Source: an optimization exercise on an open RTL-to-GDS flow (aim: small area, a short achievable clock period and few clock cycles per item). Production flows keep margins and buffers that such runs may drop. Only simulation tests tie the RTL to the original design; equivalence was not proved.

==> flow/design.v (outline; a module is shown in full before it is edited, if it fits) <==
// module loop_core: 354 lines
// module lc_m0: 1937 lines
// module lc_pbs: 1657 lines
// module lc_pb: 1591 lines
// module lc_s1n: 537 lines
// module lc_s2n: 520 lines
// module lc_add36: 279 lines
// module lc_outs: 951 lines
// module lc_sub32: 280 lines
// module lc_lt32: 286 lines
module loop_core (
    input  wire        clk,
    input  wire        rst,
    input  wire        cfg_we,
    input  wire [5:0]  cfg_addr,
    input  wire [31:0] cfg_wdata,
    input  wire        start,
    input  wire [31:0] sp,
    input  wire [31:0] pv,
    input  wire [31:0] target,
    input  wire [31:0] out_lo,
    input  wire [31:0] out_hi,
    input  wire [3:0]  nsec,
    input  wire        integrate,
    input  wire        reset_states,
    output wire        ready,
    output reg         done,
    output reg  [31:0] out,
    output reg  [31:0] err,
    output reg  [7:0]  flags,
    input  wire [4:0]  rd_addr,
    output reg  [47:0] rd_data
);
  // ...
==> flow/flow/run.sh <==
#!/bin/bash
# The standard layout, with the resizer asked to aim for a shorter clock
# period than the design's (the constraints and the clock stay as they are)
# and the ports buffered with plain buffers.  Each tool's output goes to a
# log file of its own.
set -euo pipefail
bash standard.sh synth > synth.log 2>&1
bash standard.sh SETUP_SLACK_MARGIN=13.5 "BUFFER_PORTS_ARGS=-buffer_cell sky130_fd_sc_hd__buf_2" finish > layout.log 2>&1
==> flow/standard.sh <==
#!/bin/bash
# synth_recipe.tcl (not shown) runs the flow's synth.tcl, then flattens the netlist and writes it again
# the make line also repeats each setting of config.mk as NAME=value (left out here)
make -C /OpenROAD-flow-scripts/flow DESIGN_CONFIG=/design/flow/config.mk WORK_HOME=/design/flow/orfs CLKGATE_MAP_FILE= SYNTH_SCRIPT=/design/flow/synth_recipe.tcl "${@:-finish}"
==> flow/config.mk <==
export PLATFORM = sky130hd
export DESIGN_NAME = loop_core
export DESIGN_NICKNAME = loop_core
export VERILOG_FILES = /design/flow/design.v
export SDC_FILE = /design/flow/constraint.sdc
export NUM_CORES = 8
export LEC_CHECK = 0
export ABC_AREA = 1
export CAP_MARGIN = 30
export CORE_MARGIN = 2
export CORE_UTILIZATION = 65
export PLACE_DENSITY = 0.75
export SLEW_MARGIN = 30
==> flow/constraint.sdc <==
create_clock -name core_clock -period 25.0 [get_ports {clk}]
set_input_delay 5.0000 -clock core_clock [delete_from_list [all_inputs] [get_ports {clk}]]
set_output_delay 5.0000 -clock core_clock [all_outputs]
set_load 0.01 [all_outputs]
==> flow_summary.yaml, run 1 <==
synthesis:
  synthAdderAreaFrac: 0.2728
  synth_ff_type: "edfxtp_1"
  ys_top_cells_by_area: "edfxtp_1 29%, fa_1 22%, xor2_1 9.9%, o22ai_1 7.5%, inv_1 6.4%"
  yosysMostFrequentCell: "inv_1"
  yosysSeqAreaShare: 0.3294
layout:
  utilization: 0.7194
  seq_share: 0.2994
  clk_share: 0.03235
  largest_cell_class: "multi-input combinational cells"
  synthToLayoutAreaGrowth_pct: 10.05
  multi_input_cells: 13140
  inv_count: 3575
  seq_area_um2: 67840
critical_path:
  cp.arrival_ns: 7.43
  r2r_cells: 44
  cpPeakStageDelay_ns: 0.80
status:
  status: "complete, no violations"
grt:
  grt_pass1_vias: 172400
  overflow: 0
drt:
  drcViolationCount: 0
  wl_met2_um: 321400
floorplan:
  die_h_um: 566.8
  design.core.area_um2: 315000
placement:
  gp_congestion: 1.063
  dpl_cell_area_um2: 213100
sta:
  setup_viol: 0
  hold_violations: 0
  max_freq_mhz: 80.48
clock_network:
  path_clk_slew_ns: 0.06
Testbench counts, summed over its fixed seeds: cycles 17,720, items 2,304.
==> run 2: changes to the inputs <==
--- a/flow/flow/run.sh
+++ b/flow/flow/run.sh
@@ -7,2 +7,2 @@
 bash standard.sh synth > synth.log 2>&1
-bash standard.sh SETUP_SLACK_MARGIN=13.5 "BUFFER_PORTS_ARGS=-buffer_cell sky130_fd_sc_hd__buf_2" finish > layout.log 2>&1
+bash standard.sh SETUP_SLACK_MARGIN=12.5 "BUFFER_PORTS_ARGS=-buffer_cell sky130_fd_sc_hd__buf_2" finish > layout.log 2>&1
==> run 2 against run 1 <==
Utilization decreased by 1.4 points. Final cell count decreased by 0.93%. Register-to-register slack worse by 1.1 ns. Still clean on timing, DRC and antenna. Wire length shrank 2.0%. Highest routed layer unchanged. First-iteration DRC count fell by 7.6%. Critical endpoint is now rd_data[7].
==> flow_summary.yaml, run 2 <==
status:
  status: "complete, no violations"
sta:
  fin_crit_ns: 12.66
  drv_slew: 0
  setup_slack_ns: 12.34
  min_period_over_period: 0.5062
  hold_ws_ns: 0.3529
  rsz0062_at_grt: "true"
  max_freq_mhz: 79.02
  setup_tns_ns: 0
  skew_ns: 0.08240
  setup_viol: 0
  slew_headroom: 0.1381
  hold_violations: 0
  tightest_slew_ns: 1.276
hold_path:
  hold_path.class: "reg -> reg"
synthesis:
  synth_edf_count: 2013
  synthCells: 20720
  ys_top_cells_by_area: "edfxtp_1 29%, fa_1 22%, xor2_1 9.9%, o22ai_1 7.5%, inv_1 6.4%"
  synth-warning-count: 1
  netlist_top_cells_count: "3536 x inv_1, 2466 x o22ai_1, 2330 x xor2_1"
  yosysMostFrequentCell: "inv_1"
  yosysSeqAreaShare: 0.3294
  synth_cell_types: 61
  avgSynthCellArea_um2: 9.937
  async_reset_ff_frac: 0
  synth_ff_type: "edfxtp_1"
  syn_area_um2: 205900
  synth_seq_cells: 2381
  synth_top_area_frac: 0.2936
  post-synth-top-area-cell: "edfxtp_1"
drt:
  avgViaCountPerCell: 7.024
  drcViolationCount: 0
  routed_wl_um: 818200
  vias: 174100
  ant_nets: 0
  drt_iter0_drc: 31210
  wl_per_cell_um: 33.01
  first_pass_iters: 13
placement:
  dp_slack_ns: 11.28
  dp_hpwl_um: 539200
  numPortBuffers: 330
  gp_congestion: 1.049
critical_path:
  worstSetupStartpointType: "primary input"
  cp_max_fo: 42
  required_ns: 20.00
  cp.arrival_ns: 7.66
  endpoint_kind: "output port"
  crit_type: "in -> out"
grt:
  grt_pass1_wl_um: 1162000
  grt_max_degree: 133
  grt_usage: 0.5022
  overflow: 0
  antenna_found_initial: 110
  grt_pass1_vias: 169900
clock_network:
  numCtsBuffers: 229
  hold_buffers: 0
  root_buffer: "clkbuf_16"
  clk_path_buf_depth: 4
  htreeDepth: 4
  path_clk_slew_ns: 0.06
  cts_tree: "done"
  clkSinkCount: 2381
  clkLatencyLatePin_ns: 0.96
layout:
  layout.cells.most_common_list: "3506 x inv_1, 2466 x o22ai_1, 2327 x xor2_1"
  utilization: 0.7056
  nets: 23610
  synthToLayoutAreaGrowth_pct: 7.930
  final_common_cell: "inv_1"
  layout-drive-gt1-share: 0.08179
floorplan:
  pin_count: 335
  placementRows: 206
  start_util: 0.6537
  design.core.area_um2: 315000
  die-area_um2: 321300
  dieWidth_um: 566.8
  die_h_um: 566.8
flow_run:
  maxCapViolCount: 0
## run 2: cell types whose count changed in the layout (fill, tap and decap cells not counted), moves of 18 or more
| cell | previous run | this run |
|---|---|---|
| a221oi_1 | 275 | 298 |
| a221oi_2 | 22 | 0 |
| buf_12 | 76 | 27 |
| buf_2 | 303 | 329 |
| buf_4 | 634 | 554 |
| buf_6 | 75 | 17 |
| buf_8 | 26 | 3 |
| clkbuf_1 | 55 | 37 |
| clkbuf_16 | 252 | 230 |
## run 2: area by class of cell
type                    count  area, um2
repair buffers            945       6948
inverters                3575      13520
fillers                 23130      92740
clock inverters           130       1569
diodes                    175      437.9
clock buffers             286       6156
flip-flops and latches   2381      67830
multi-input cells       13140     120600
well taps                4160       5205
## run 2: logic make-up (layout without fill, tap and decap cells)
kind of cell    count (synthesis)  after routing  synth area share
flops                        2381           2381            0.3294
simple gates                 2950           2950           0.05831
buf+inv                      5204           4936           0.09553
other cells                     1            177        0.00001821
compound gates               4621           4622            0.1400
xor+xnor                     2392           2392            0.1017
fa+ha+maj                    3124           3124            0.2728
mux                            47             47          0.002291
## run 2: per-stage QoR
stage                     area, um2  cells
final                        222200  24790
after detailed placement     213200  24170
after floorplan              205900  20720
after global routing         222100  24720
after global placement       213000  24170
after CTS                    221100  24590
## run 2: final timing paths
path | start | to | slack [ns] | cells past startpoint
setup / recovery | rd_addr[4] | rd_data[7] | 12.34 | 11
setup reg to reg | x_r[2]$_DFFE_PP_ | s2_6[32]$_DFFE_PP_ | 12.58 | 31
hold / removal | lim_mm$_DFFE_PN_ | flags[7]$_DFF_P_ | 0.35 | 0
hold reg to reg | lim_mm$_DFFE_PN_ | flags[7]$_DFF_P_ | 0.35 | 0
## run 2: critical path, stage by stage
cell and delay (ns):
buf_2 0.14, inv_1 0.11, nand2_1 0.12, nor2_4 0.05
buf_6 0.25, nand2_2 0.21, buf_12 0.26, o221ai_1 0.21
nor3_4 0.34, nand4_1 0.57, buf_2 0.35
## run 2: metal layers
layer | global-route usage | part of all wire | up-vias
li1 | - | - | 68700
met1 | 0.6061 | 0.31 | 83310
met2 | 0.6721 | 0.39 | 17220
met3 | 0.2436 | 0.19 | 4836
met4 | 0.4180 | 0.11 | 44
met5 | 0.01101 | 0.00097 | -
## run 2: what timing repair did
item	in CTS	in global routing
setup endpoints to repair	199	240
gates resized for setup	34	44
pin swaps	6	6
cloned	0	1
setup buffers	2	6
==> run 3: changes to the inputs <==
--- a/flow/flow/run.sh
+++ b/flow/flow/run.sh
@@ -7,2 +7,2 @@
 bash standard.sh synth > synth.log 2>&1
-bash standard.sh SETUP_SLACK_MARGIN=12.5 "BUFFER_PORTS_ARGS=-buffer_cell sky130_fd_sc_hd__buf_2" finish > layout.log 2>&1
+bash standard.sh SETUP_SLACK_MARGIN=13 "BUFFER_PORTS_ARGS=-buffer_cell sky130_fd_sc_hd__buf_2" finish > layout.log 2>&1
==> run 3 against run 2 <==
Final area up 0.81%. Critical path type unchanged. Critical endpoint is now rd_data[32]. Highest routed layer unchanged. Still clean on timing, DRC and antenna. Clock skew up 0.013 ns. Synthesized cell count unchanged.
==> flow_summary.yaml, run 3 <==
critical_path:
  crit_chain: "buf_12 -> buf_12 -> nand3_4 -> nor2_1 -> buf_4 -> clkinv_8 -> clkbuf_16 -> o21ai_0 -> nor4_1 -> nand4_1 -> buf_2"
  worst_path_max_delay_cell: "nor4_1"
  endpoint_kind: "output port"
  crit_start: "rd_addr[0]"
  path_common_cell: "buf_12"
  timing.rr.start: "xd_r[3]$_DFF_P_"
  cp.arrival_ns: 7.18
  crit_type: "in -> out"
  cpPeakStageDelay_ns: 0.46
  cp_max_fo: 13
  required_ns: 20.00
  worstSetupStartpointType: "primary input"
synthesis:
  yosysSeqAreaShare: 0.3294
  post-synth-top-area-cell: "edfxtp_1"
  synth_cell_types: 61
  synth_edf_count: 2013
  synth_ff_type: "edfxtp_1"
  synthCells: 20720
  synth-warning-count: 1
  async_reset_ff_frac: 0
  yosysMostFrequentCell: "inv_1"
  ys_top_cells_by_area: "edfxtp_1 29%, fa_1 22%, xor2_1 9.9%, o22ai_1 7.5%, inv_1 6.4%"
  synth_seq_cells: 2381
  synth_top_area_frac: 0.2936
  avgSynthCellArea_um2: 9.937
  netlist_top_cells_count: "3536 x inv_1, 2466 x o22ai_1, 2330 x xor2_1"
  syn_area_um2: 205900
sta:
  skew_ns: 0.09556
  hold_violations: 0
  tightest_slew_ns: 1.238
  drv_slew: 0
  min_period_over_period: 0.4871
  max_freq_mhz: 82.11
  fin_crit_ns: 12.18
  setup_tns_ns: 0
  slew_headroom: 0.1709
  rsz0062_at_grt: "true"
  hold_ws_ns: 0.3530
  setup_viol: 0
placement:
  gp_congestion: 1.049
  dp_hpwl_um: 539200
  numPortBuffers: 330
floorplan:
  design.core.area_um2: 315000
  pin_count: 335
  dieWidth_um: 566.8
  die_h_um: 566.8
  placementRows: 206
  die-area_um2: 321300
  start_util: 0.6537
hold_path:
  hold_path.class: "reg -> reg"
  hp-start: "lim_mm$_DFFE_PN_"
drt:
  routed_wl_um: 830100
  first_pass_iters: 14
  ant_nets: 0
  drt_iter0_drc: 31690
  vias: 175000
  avgViaCountPerCell: 7.045
  wl_per_cell_um: 33.41
  drcViolationCount: 0
clock_network:
  cts_tree: "done"
  hold_buffers: 0
  clkSinkCount: 2381
  path_clk_slew_ns: 0.06
  clk_path_buf_depth: 4
  root_buffer: "clkbuf_16"
  clkLatencyLatePin_ns: 0.96
  htreeDepth: 4
  numCtsBuffers: 229
flow_run:
  maxCapViolCount: 0
grt:
  antenna_found_initial: 111
  overflow: 0
  grt_pass1_vias: 170400
  grt_max_degree: 133
  grt_usage: 0.5054
  grt_pass1_wl_um: 1169000
status:
  status: "complete, no violations"
layout:
  final_common_cell: "inv_1"
  layout-drive-gt1-share: 0.08725
  synthToLayoutAreaGrowth_pct: 8.805
  layout.cells.most_common_list: "3503 x inv_1, 2464 x o22ai_1, 2327 x xor2_1"
  nets: 23670
-- run 3: cell counts after synthesis --
No cell type changed its count.
-- run 3: logic make-up (layout without fill, tap and decap cells) --
group / count (synthesis) / in the layout / share of synthesized area
buffers and inverters: 5204 / 4996 / 0.09553
AO/OA/AOI/OAI: 4621 / 4623 / 0.1400
adder cells (fa/ha/maj): 3124 / 3124 / 0.2728
AND/OR/NAND/NOR: 2950 / 2951 / 0.05831
XOR/XNOR: 2392 / 2392 / 0.1017
flip-flops: 2381 / 2381 / 0.3294
multiplexers: 47 / 47 / 0.002291
other: 1 / 172 / 0.00001821
-- run 3: layout make-up --
| cell class | count | area [um2] |
|---|---|---|
| diodes | 170 | 425.4 |
| clock buffers | 286 | 6156 |
| clock inverters | 130 | 1569 |
| fillers | 22840 | 90940 |
| inverters | 3575 | 13580 |
| multi-input cells | 13140 | 121000 |
| flip-flops and latches | 2381 | 67830 |
| well taps | 4160 | 5205 |
| repair buffers | 1005 | 8264 |
-- run 3: critical path, delay by kind of cell --
family                 cells  cell delay (ns)
AOI/OAI and AO/OA          1             0.10
and+or+nand+nor            4             1.01
buffers and inverters      6             1.04
-- run 3: worst paths after layout --
check | end | slack, ns | cells past startpoint
max | rd_data[32] | 12.82 | 11
min | flags[7]$_DFF_P_ | 0.35 | 0
max reg2reg | s2_6[32]$_DFFE_PP_ | 13.16 | 38
min reg2reg | flags[7]$_DFF_P_ | 0.35 | 0
-- run 3: metrics by stage --
stage | area, um2 | setup WS, ns | util | instances
after detailed placement | 213200 | 11.28 | 0.6768 | 24170
after global routing | 223900 | 12.85 | 0.7108 | 24790
after global placement | 213000 | 11.14 | 0.6762 | 24170
after floorplan | 205900 | 13.14 | - | 20720
after CTS | 222000 | 12.78 | 0.7049 | 24630
final | 224000 | 12.82 | 0.7113 | 24850
-- run 3: routing by layer --
| layer | up-vias | track usage | wire length (um) |
|---|---|---|---|
| met5 | - | 0.008925 | 760 |
| met4 | 64 | 0.4245 | 89910 |
| met3 | 4957 | 0.2547 | 156700 |
| met2 | 17520 | 0.6711 | 324000 |
| met1 | 83650 | 0.6067 | 258800 |
| li1 | 68860 | - | - |
-- run 3: repair_timing --
item | in CTS | in global routing
gates cloned | 9 | 8
endpoints found under the setup margin | 363 | 294
gates resized for setup | 138 | 185
buffers inserted | 29 | 23
pin swaps | 35 | 29

## afterwards: timing with drivers on the ports
How much do the figures lean on ideal ports? The routed layouts below were timed once more, with nothing changed but the port constraints.
Step 1 sets driving cells, clkbuf_16 on the clock port and buf_2 on the other inputs (assumed; they add their load-dependent delay and slew).
Step 2 adds t to the input delays and takes it off the output delays; t is the mean of the earliest and latest rising clock arrival at the registers after step 1. Input paths then give back, and output paths get back, about the clock's delay inside the block.
a / b / c = no drivers / after step 1 / after step 2; a / b = the first two.
| run | t (ns) | setup slack, ns | worst hold slack (ns) |
|---|---|---|---|
| run 1 | 1.012 | 12.574 / 12.408 / 12.408 | 0.343 / 0.343 / 0.343 |
| run 2 | 1.020 | 12.344 / 12.229 / 11.816 | 0.353 / 0.353 / 0.353 |
| run 3 | 1.014 | 12.822 / 12.687 / 12.259 | 0.353 / 0.353 / 0.353 |
After both steps setup and hold are still met in every run listed. The setup slack of run 3, which loses most, moves by -0.135 ns with the drivers and by -0.563 ns with both steps.
